From an optimization exercise on the open Yosys and OpenROAD flow, aimed at small area, a short achievable clock period and few clock cycles per item; shortcuts taken in it are not production practice.
RTL that was checked went through simulation tests only; none was proved equivalent to the original.

Design kdf_sha256, start of the top module:
module kdf_sha256 (
    input  wire         clk,
    input  wire         rst,
    input  wire         in_valid,
    output wire         in_ready,
    input  wire         in_first,
    input  wire [511:0] in_block,
    output wire         out_valid,
    input  wire         out_ready,
    output wire [255:0] out_digest
);
    localparam [255:0] IV = {32'h6a09e667, 32'hbb67ae85, 32'h3c6ef372, 32'ha54ff53a,
                             32'h510e527f, 32'h9b05688c, 32'h1f83d9ab, 32'h5be0cd19};
    reg [6:0]  q;
    reg        pend;         
    reg        ovld;         
    reg        add_r, go_r, first_r, cur_first;
    reg [3:0]  rph;          
    reg        hen;          
    reg        sel_h;        
    reg        sel_iv;       
    reg        ld_iv;        
    reg [31:0] a, b, c, d, e, f, g, h;
    reg [31:0] H0, H1, H2, H3, H4, H5, H6, H7;
    reg [31:0] w [0:15];     
    reg [31:0] hkw;          
    reg [15:0] wsel;         
    reg        feed;         
    wire rnd   = ~q[6];
    localparam [2047:0] KTAB = {
        32'h428a2f98, 32'hc67178f2, 32'hbef9a3f7, 32'ha4506ceb,
        32'h90befffa, 32'h8cc70208, 32'h84c87814, 32'h78a5636f,
        32'h748f82ee, 32'h682e6ff3, 32'h5b9cca4f, 32'h4ed8aa4a,
        32'h391c0cb3, 32'h34b0bcb5, 32'h2748774c, 32'h1e376c08,
        32'h19a4c116, 32'h106aa070, 32'hf40e3585, 32'hd6990624,
        32'hd192e819, 32'hc76c51a3, 32'hc24b8b70, 32'ha81a664b,
        32'ha2bfe8a1, 32'h92722c85, 32'h81c2c92e, 32'h766a0abb,
        32'h650a7354, 32'h53380d13, 32'h4d2c6dfc, 32'h2e1b2138,
  ...
Size in the first run: about 4400 cells after synthesis, ~1100 flip-flops, roughly 50000 sq um of cells after synthesis.
Settings: LEC_CHECK=0, CAP_MARGIN=20, CORE_MARGIN=2, CORE_UTILIZATION=40, SETUP_SLACK_MARGIN=5, SLEW_MARGIN=30; clock period 10.0 ns.
standard.sh (not shown) runs the stock make flow with config.mk's settings and CLKGATE_MAP_FILE= SYNTH_SCRIPT=/design/flow/synth_recipe.tcl, a recipe that flattens the netlist after the stock synthesis.
==> flow/flow/run.sh <==
#!/bin/bash
# The standard layout (the standard.sh, which runs ORFS from synthesis to the
# final layout), with the I/O port buffers that global placement inserts made
# sky130_fd_sc_hd__buf_1 instead of the buffer ORFS picks by itself
# (clkdlybuf4s50_1, 2.7x the area).  Every port still gets its buffer.
set -euo pipefail
export BUFFER_PORTS_ARGS="-buffer_cell sky130_fd_sc_hd__buf_1"
bash standard.sh SETUP_SLACK_MARGIN=7 finish > standard.log 2>&1
Testbench counts at the start, summed over its fixed seeds: cycles 52,296, items 768.
Edit:
--- a/flow/flow/run.sh
+++ b/flow/flow/run.sh
@@ -6,3 +6,3 @@
 set -euo pipefail
 export BUFFER_PORTS_ARGS="-buffer_cell sky130_fd_sc_hd__buf_1"
-bash standard.sh SETUP_SLACK_MARGIN=7 finish > standard.log 2>&1
+bash standard.sh SETUP_SLACK_MARGIN=6 finish > standard.log 2>&1
Settings changed: CTS_CLUSTER_DIAMETER set to 70, CTS_CLUSTER_SIZE set to 25.
Result: The changed run finished with timing, DRC and antenna clean. Cell count fell by 4.3%. Global-route usage shrinks by 1.2 points. Die area does not change. Utilization went down by 4.5 points. Sequential share of layout area grows by 3.4 points. Final area shrinks by 8.3%. Via count shrinks by 3.8%. Synthesized cell count is unchanged.
Edit:
Settings changed: SLEW_MARGIN 30 to 20.
The changed run finished with timing, DRC and antenna clean.
Non-clock buffer count grows by 3.
Fmax shrinks slightly.
Die area is unchanged.
Synthesized area stays the same.
Design area grows slightly.
Edit:
Settings changed: CTS_CLUSTER_DIAMETER 70 to unset, CTS_CLUSTER_SIZE 25 to unset, SLEW_MARGIN 20 to 30.
After rerunning: Design area is higher by 1.9%. First-iteration DRC count is about the same. Clock skew fell by 0.0059 ns. Wire length rose by 0.46%. Utilization rose by 0.95 points.
Edit:
Settings changed: CTS_CLUSTER_DIAMETER set to 70, CTS_CLUSTER_SIZE set to 25, PLACE_DENSITY set to 0.7.
=>
- The new run went through all stages and came out clean
- routed wire length is about the same
- non-clock buffer count shrinks by 2

* * *

Setup of old:
The RTL this note starts from:
==> flow/design.v <==
module kdf_sha256 (
    input  wire         clk,
    input  wire         rst,
    input  wire         in_valid,
    output wire         in_ready,
    input  wire         in_first,
    input  wire [511:0] in_block,
    output wire         out_valid,
    input  wire         out_ready,
    output wire [255:0] out_digest
);
    localparam [255:0] IV = {32'h6a09e667, 32'hbb67ae85, 32'h3c6ef372, 32'ha54ff53a,
                             32'h510e527f, 32'h9b05688c, 32'h1f83d9ab, 32'h5be0cd19};
    reg [6:0]  q;
    reg        pend;         
    reg        ovld;         
    reg        add_r, go_r, first_r, cur_first;
    reg [3:0]  rph;          
    reg        hen;          
    reg        sel_h;        
    reg        sel_iv;       
    reg        ld_iv;        
    reg [31:0] a, b, c, d, e, f, g, h;
    reg [31:0] H0, H1, H2, H3, H4, H5, H6, H7;
    reg [31:0] w [0:15];     
    reg [31:0] hkw;          
    reg [3:0]  wsel;         
    reg        feed;         
    wire rnd   = ~q[6];
    localparam [2047:0] KTAB = {
        32'h428a2f98, 32'hc67178f2, 32'hbef9a3f7, 32'ha4506ceb,
        32'h90befffa, 32'h8cc70208, 32'h84c87814, 32'h78a5636f,
        32'h748f82ee, 32'h682e6ff3, 32'h5b9cca4f, 32'h4ed8aa4a,
        32'h391c0cb3, 32'h34b0bcb5, 32'h2748774c, 32'h1e376c08,
        32'h19a4c116, 32'h106aa070, 32'hf40e3585, 32'hd6990624,
        32'hd192e819, 32'hc76c51a3, 32'hc24b8b70, 32'ha81a664b,
        32'ha2bfe8a1, 32'h92722c85, 32'h81c2c92e, 32'h766a0abb,
        32'h650a7354, 32'h53380d13, 32'h4d2c6dfc, 32'h2e1b2138,
        32'h27b70a85, 32'h14292967, 32'h06ca6351, 32'hd5a79147,
        32'hc6e00bf3, 32'hbf597fc7, 32'hb00327c8, 32'ha831c66d,
        32'h983e5152, 32'h76f988da, 32'h5cb0a9dc, 32'h4a7484aa,
        32'h2de92c6f, 32'h240ca1cc, 32'h0fc19dc6, 32'hefbe4786,
        32'he49b69c1, 32'hc19bf174, 32'h9bdc06a7, 32'h80deb1fe,
        32'h72be5d74, 32'h550c7dc3, 32'h243185be, 32'h12835b01,
        32'hd807aa98, 32'hab1c5ed5, 32'h923f82a4, 32'h59f111f1,
        32'h3956c25b, 32'he9b5dba5, 32'hb5c0fbcf, 32'h71374491};
    reg  [31:0] k_t;         
    wire [31:0] s1  = {e[5:0], e[31:6]} ^ {e[10:0], e[31:11]} ^ {e[24:0], e[31:25]};
    wire [31:0] ch  = (e & f) ^ (~e & g);
    wire [31:0] s0  = {a[1:0], a[31:2]} ^ {a[12:0], a[31:13]} ^ {a[21:0], a[31:22]};
    wire [31:0] maj = (a & b) ^ (a & c) ^ (b & c);
    wire [31:0] u_s = hkw ^ ch ^ d;
    wire [31:0] u_c = {((hkw[30:0] & ch[30:0]) | (hkw[30:0] & d[30:0]) | (ch[30:0] & d[30:0])), 1'b0};
    wire [31:0] e_s = u_s ^ u_c ^ s1;
    wire [31:0] e_c = {((u_s[30:0] & u_c[30:0]) | (u_s[30:0] & s1[30:0]) | (u_c[30:0] & s1[30:0])), 1'b0};
    wire [31:0] e_rnd = e_s + e_c;
    wire [31:0] v_s = hkw ^ ch ^ maj;
    wire [31:0] v_c = {((hkw[30:0] & ch[30:0]) | (hkw[30:0] & maj[30:0]) | (ch[30:0] & maj[30:0])), 1'b0};
    wire [31:0] y_s = v_s ^ v_c ^ s1;
    wire [31:0] y_c = {((v_s[30:0] & v_c[30:0]) | (v_s[30:0] & s1[30:0]) | (v_c[30:0] & s1[30:0])), 1'b0};
    wire [31:0] z_s = y_s ^ y_c ^ s0;
    wire [31:0] z_c = {((y_s[30:0] & y_c[30:0]) | (y_s[30:0] & s0[30:0]) | (y_c[30:0] & s0[30:0])), 1'b0};
    wire [31:0] a_rnd = z_s + z_c;
    wire [31:0] w15 = w[15];
    wire [31:0] k_s = g ^ k_t ^ w15;
    wire [31:0] k_c = {((g[30:0] & k_t[30:0]) | (g[30:0] & w15[30:0]) | (k_t[30:0] & w15[30:0])), 1'b0};
    wire [31:0] iv_a = ({32{rph[0]}} & IV[159:128]) | ({32{rph[1]}} & IV[191:160]) |
                       ({32{rph[2]}} & IV[223:192]) | ({32{rph[3]}} & IV[255:224]);
    wire [31:0] iv_e = ({32{rph[0]}} & IV[31:0])    | ({32{rph[1]}} & IV[63:32]) |
                       ({32{rph[2]}} & IV[95:64])   | ({32{rph[3]}} & IV[127:96]);
    wire [31:0] ha   = ({32{sel_h}} & H3) | ({32{sel_iv}} & iv_a);
    wire [31:0] he   = ({32{sel_h}} & H7) | ({32{sel_iv}} & iv_e);
    wire [31:0] sum_a = d + ha;
    wire [31:0] sum_e = h + he;
    wire [31:0] a_ring = ld_iv ? iv_a : sum_a;
    wire [31:0] e_ring = ld_iv ? iv_e : sum_e;
    wire [31:0] w1  = w[1];
    wire [31:0] w14 = w[14];
    wire [31:0] ls0 = {w1[6:0], w1[31:7]} ^ {w1[17:0], w1[31:18]} ^ (w1 >> 3);
    wire [31:0] ls1 = {w14[16:0], w14[31:17]} ^ {w14[18:0], w14[31:19]} ^ (w14 >> 10);
    wire [31:0] w9  = w[9];
    wire [31:0] w0  = w[0];
    wire [31:0] m_s = w9 ^ w0 ^ ls0;
    wire [31:0] m_c = {((w9[30:0] & w0[30:0]) | (w9[30:0] & ls0[30:0]) | (w0[30:0] & ls0[30:0])), 1'b0};
    wire [31:0] n_s = m_s ^ m_c ^ ls1;
    wire [31:0] n_c = {((m_s[30:0] & m_c[30:0]) | (m_s[30:0] & ls1[30:0]) | (m_c[30:0] & ls1[30:0])), 1'b0};
    wire [31:0] w_new = n_s + n_c;
    wire [31:0] w_in  = in_block[511 - 32*wsel -: 32];
    assign in_ready   = (q == 7'd13);
    assign out_valid  = ovld;
    assign out_digest = {H0, H1, H2, H3, H4, H5, H6, H7};
    integer i;
    always @(posedge clk) begin
        a <= rnd ? a_rnd : a_ring;
        b <= a; c <= b; d <= c;
        e <= rnd ? e_rnd : e_ring;
        f <= e; g <= f; h <= g;
        for (i = 0; i < 15; i = i + 1)
            w[i] <= w[i+1];
        w[15] <= feed ? w_in : w_new;
        hkw <= k_s + k_c;
        if (hen) begin
            H0 <= sum_a; H1 <= H0; H2 <= H1; H3 <= H2;
            H4 <= sum_e; H5 <= H4; H6 <= H5; H7 <= H6;
        end
    end
    wire enter_ring = (q == 7'd63) | ((q == 7'd127) & ~go_r);
    wire end_add    = (q == 7'd127) & add_r;
    wire pend_nx    = (q == 7'd63) | (pend & ~end_add);
    wire ovld_nx    = end_add | (ovld & ~out_ready);
    wire add_nx     = pend_nx & ~ovld_nx;
    wire go_nx      = in_valid & ~(pend_nx & ovld_nx);
    wire [6:0] q_nx = ((q == 7'd63) | enter_ring) ? 7'd124 : q + 7'd1;
    always @(posedge clk) begin
        wsel <= rst ? 4'd14 : q_nx[3:0] + 4'd2;
        feed <= rst | q_nx[6] | (q_nx < 7'd14);
        k_t  <= KTAB[32*q_nx[5:0] +: 32];
    end
    always @(posedge clk) begin
        if (rst) begin
            q      <= 7'd124;
            pend   <= 1'b0;
            ovld   <= 1'b0;
            add_r  <= 1'b0;
            go_r   <= 1'b0;
            rph    <= 4'b0001;
            hen    <= 1'b0;
            ld_iv  <= 1'b0;
        end else begin
            pend <= pend_nx;
            ovld <= ovld_nx;
            q <= q_nx;
            if (enter_ring) begin
                add_r   <= add_nx;
                go_r    <= go_nx;
                first_r <= in_first;
                rph     <= 4'b0001;
                hen     <= add_nx;
                sel_h   <= add_nx & ~cur_first;
                sel_iv  <= add_nx & cur_first;
                ld_iv   <= go_nx & in_first;
            end else begin
                rph <= {rph[2:0], 1'b0};
                if (q == 7'd127)
                    hen <= 1'b0;
            end
            if (q == 7'd127 && go_r)
                cur_first <= first_r;
        end
    end
endmodule
clock: 10.0 ns
lec_check: 0
cap_margin: 20
core_margin: 2
core_utilization: 40
setup_slack_margin: 5
slew_margin: 30
==> flow/flow/run.sh <==
#!/bin/bash
# The standard layout (the standard.sh, which runs ORFS from synthesis to the
# final layout), with the I/O port buffers that global placement inserts made
# sky130_fd_sc_hd__buf_1 instead of the buffer ORFS picks by itself
# (clkdlybuf4s50_1, 2.7x the area).  Every port still gets its buffer.
set -euo pipefail
export BUFFER_PORTS_ARGS="-buffer_cell sky130_fd_sc_hd__buf_1"
bash standard.sh SETUP_SLACK_MARGIN=6 finish > standard.log 2>&1
old | stages: all done | timing, DRC, antenna: all pass
For new, these inputs were changed with respect to old:
- CTS_BUF_LIST now sky130_fd_sc_hd__clkbuf_4 sky130_fd_sc_hd__clkbuf_8, previously not set
-- flow/flow/run.sh --
<<< old, line 8
bash standard.sh SETUP_SLACK_MARGIN=6 finish > standard.log 2>&1
>>> new, line 8
bash standard.sh > standard.log 2>&1
- new finished end to end and its layout was clean on timing, DRC and antenna.
- old: full flow OK, the timing, DRC and antenna checks passed
- Taking old as the reference, in new path depth of the worst reg2reg path has decreased; utilization has decreased; count of hold buffers inserted by post-cts repair has remained practically unchanged.
No run of this note included a check of the RTL's function; only the layout flow was run.

## what the ideal ports hide
How much do the figures lean on ideal ports? The routed layouts below were timed once more, with nothing changed but the port constraints.
Step 1 (the two cells are an assumption about what drives the block):
set clk [get_ports {clk}]
set_driving_cell -lib_cell sky130_fd_sc_hd__clkbuf_16 $clk
set_driving_cell -lib_cell sky130_fd_sc_hd__buf_2 [delete_from_list [all_inputs] $clk]
Step 2 moves the port delays by t, midway between the first and last clock arrival at a register: inputs arrive t later, outputs are due t later. That takes back most of the time a late clock gives input paths.
a / b / c = no drivers / after step 1 / after step 2; a / b = the first two.
run | t (ns) | setup WS [ns] | hold WS [ns] | worst register clock-pin slew, ns
the first run of note 1 | 0.798 | 5.368 / 5.368 / 5.368 | 0.282 / 0.282 / 0.282 | 0.07 / 0.07
the second run of note 1 | 0.743 | 5.432 / 5.432 / 5.432 | 0.301 / 0.301 / 0.301 | 0.10 / 0.10
the third run of note 1 | 0.744 | 5.377 / 5.377 / 5.377 | 0.295 / 0.295 / 0.295 | 0.10 / 0.10
the fourth run of note 1 | 0.799 | 5.439 / 5.439 / 5.439 | 0.309 / 0.309 / 0.309 | 0.07 / 0.07
the fifth run of note 1 | 0.746 | 5.435 / 5.435 / 5.435 | 0.305 / 0.305 / 0.305 | 0.10 / 0.10
old | 0.786 | 5.506 / 5.506 / 5.506 | 0.250 / 0.250 / 0.250 | 0.07 / 0.07
new | 0.968 | 4.910 / 4.910 / 4.910 | 0.287 / 0.287 / 0.287 | 0.07 / 0.07
After both steps every run listed still meets setup and hold.
